From an optimization exercise on the open Yosys and OpenROAD flow, aimed at small area; shortcuts taken in it are not production practice.
In this exercise RTL edits were held to simulation tests only and were not proved equivalent to the original.

## orange
// vx4_corr_tile
module vx4_corr_tile (
    input  wire        clk,
    input  wire        rst,
    input  wire        op_valid,
    input  wire [1:0]  op,
    input  wire [1:0]  op_slot,
    input  wire        op_fold,
    input  wire [31:0] row_vec,
    input  wire [31:0] col_vec,
    input  wire        wr_en,
    input  wire [1:0]  wr_slot,
    input  wire [3:0]  wr_cell,
    input  wire [63:0] wr_data,
    input  wire [1:0]  rd_slot,
    input  wire [3:0]  rd_cell,
    output reg  [63:0] rd_word,
    output reg  [1:0]  rd_sat
);
Size: ~220 I/O pins.
clock: 13.0 ns
lec_check: 0
cap_margin: 20
cell_pad_in_sites_detail_placement: 2
cell_pad_in_sites_global_placement: 2
core_margin: 2
core_utilization: 25
cts_buf_list: sky130_fd_sc_hd__clkbuf_16
cts_cluster_diameter: 100
cts_cluster_size: 20
place_density: 0.35
slew_margin: 20
standard.sh (not shown) runs the stock make flow with config.mk's settings and CLKGATE_MAP_FILE= SYNTH_SCRIPT=/design/flow/synth_recipe.tcl, a recipe that flattens the netlist after the stock synthesis.
==> flow/flow/run.sh <==
#!/bin/bash
# Own layout flow.
#  1. the standard synthesis (the reference for the registers).
#  2. The same synthesis again, but hierarchical, with ABC mapping each module
#     with a script picked for area (abc_override.tcl, abc_map.txt), and
#     without the full-adder cells (whose metal-1 pins crowd the routing); the
#     netlist is flattened and named as the standard one.
#  3. If its registers are exactly the standard synthesis's (names and cell
#     types), it replaces the standard netlist; otherwise the standard one is
#     kept.
#  4. the standard layout from floorplan to finish.
# Each tool's output goes to a log file of its own in the work folder.
set -euo pipefail
W=$(pwd)
F=$W/flow
R=$W/orfs/results/$FLOW_PLATFORM/vx4_corr_tile/base

bash standard.sh synth > "$W/1_standard_synth.log" 2>&1
cp "$R/1_2_yosys.v" "$W/synth_standard.v"

{ cat "$F/abc_override.tcl"; cat "$W/synth_recipe.tcl"; } > "$W/own_synth.tcl"
OWN_FLOW_DIR="$F" make -C "$FLOW_HOME" DESIGN_CONFIG="$W/config.mk" WORK_HOME="$W/orfs_own" \
  CLKGATE_MAP_FILE= ADDER_MAP_FILE= SYNTH_SCRIPT="$W/own_synth.tcl" SYNTH_HIERARCHICAL=1 synth \
  > "$W/2_own_synth.log" 2>&1 || true
OWN="$W/orfs_own/results/$FLOW_PLATFORM/vx4_corr_tile/base/1_2_yosys.v"

if [[ -f "$OWN" ]] && python3 "$F/check_regs.py" "$W/synth_standard.v" "$OWN" > "$W/2_check_regs.log" 2>&1; then
  cp "$OWN" "$W/synth_own.v"
  cp "$OWN" "$R/1_2_yosys.v"
  rm -f "$R/1_synth.odb" "$R/1_synth.sdc"
  echo "using the own synthesis" >> "$W/2_check_regs.log"
else
  echo "using the standard synthesis" >> "$W/2_check_regs.log"
fi

# ports buffered with a small buffer (the standard flow picks a delay cell)
bash standard.sh finish "BUFFER_PORTS_ARGS=-buffer_cell sky130_fd_sc_hd__buf_2" > "$W/3_standard_layout.log" 2>&1
Other scripts of this flow, unchanged in this note and not shown: flow/flow/abc_map.txt, flow/flow/abc_override.tcl, flow/flow/acc.abc, flow/flow/check_regs.py, flow/flow/logic.abc, flow/flow/nf.abc, flow/flow/word.abc
orange completed end to end with timing, DRC and antenna clean.
Changes in green relative to orange:
-- flow/config.mk --
<<< orange, line 9
export CELL_PAD_IN_SITES_DETAIL_PLACEMENT = 2
export CELL_PAD_IN_SITES_GLOBAL_PLACEMENT = 2
>>> green, line 9
export CELL_PAD_IN_SITES_DETAIL_PLACEMENT = 1
export CELL_PAD_IN_SITES_GLOBAL_PLACEMENT = 1
<<< orange, line 12
export CORE_UTILIZATION = 25
>>> green, line 12
export CORE_UTILIZATION = 30
<<< orange, line 16
export PLACE_DENSITY = 0.35
>>> green, line 16
export PLACE_DENSITY = 0.45
Non-filler instance count after layout: green < orange. Summary of green over orange: headroom to the max-slew limit went down 1.3 points; minimum period implied by the final worst setup slack went up 0.021 ns. Changes observed in green relative to orange: pre-CTS worst setup slack went up by 0.21 ns; cell area after technology mapping was more or less identical. For the non-clock buffer count, green came in 303 lower than orange did. In the metrics for orange and green, the one carrying the lower setup slack is green. Compared with orange, green shows a higher register-to-register path setup slack. Relative to orange, relative area of non-clock buffer cells in the final design decreased by 0.69 points in green.

re-timing with driven ports:
Ports are ideal in the flow. The routed layouts listed here were re-timed in OpenROAD. Step 1 (the two cells are an assumption about what drives the block):
set clk [get_ports {clk}]
set_driving_cell -lib_cell sky130_fd_sc_hd__clkbuf_16 $clk
set_driving_cell -lib_cell sky130_fd_sc_hd__buf_2 [delete_from_list [all_inputs] $clk]
Step 2 also shifts input and output timing later by t, the mid clock arrival at the registers, as if the neighbouring blocks saw the same clock. Three values: ideal ports, drivers, drivers and shift; two values: the first two.
| run | t, ns | setup slack, ns | worst register clock-pin slew, ns | worst slew at a driven data input, ns |
|---|---|---|---|---|
| orange | 1.273 | 1.964 / 2.019 / 0.746 | 0.10 / 0.10 | 0.54 |
| green | 1.214 | 1.943 / 2.064 / 0.851 | 0.10 / 0.10 | 0.38 |
After both steps setup and hold are still met in every run listed. The setup slack of orange, which loses most, moves by +0.055 ns with the drivers and by -1.218 ns with both steps.
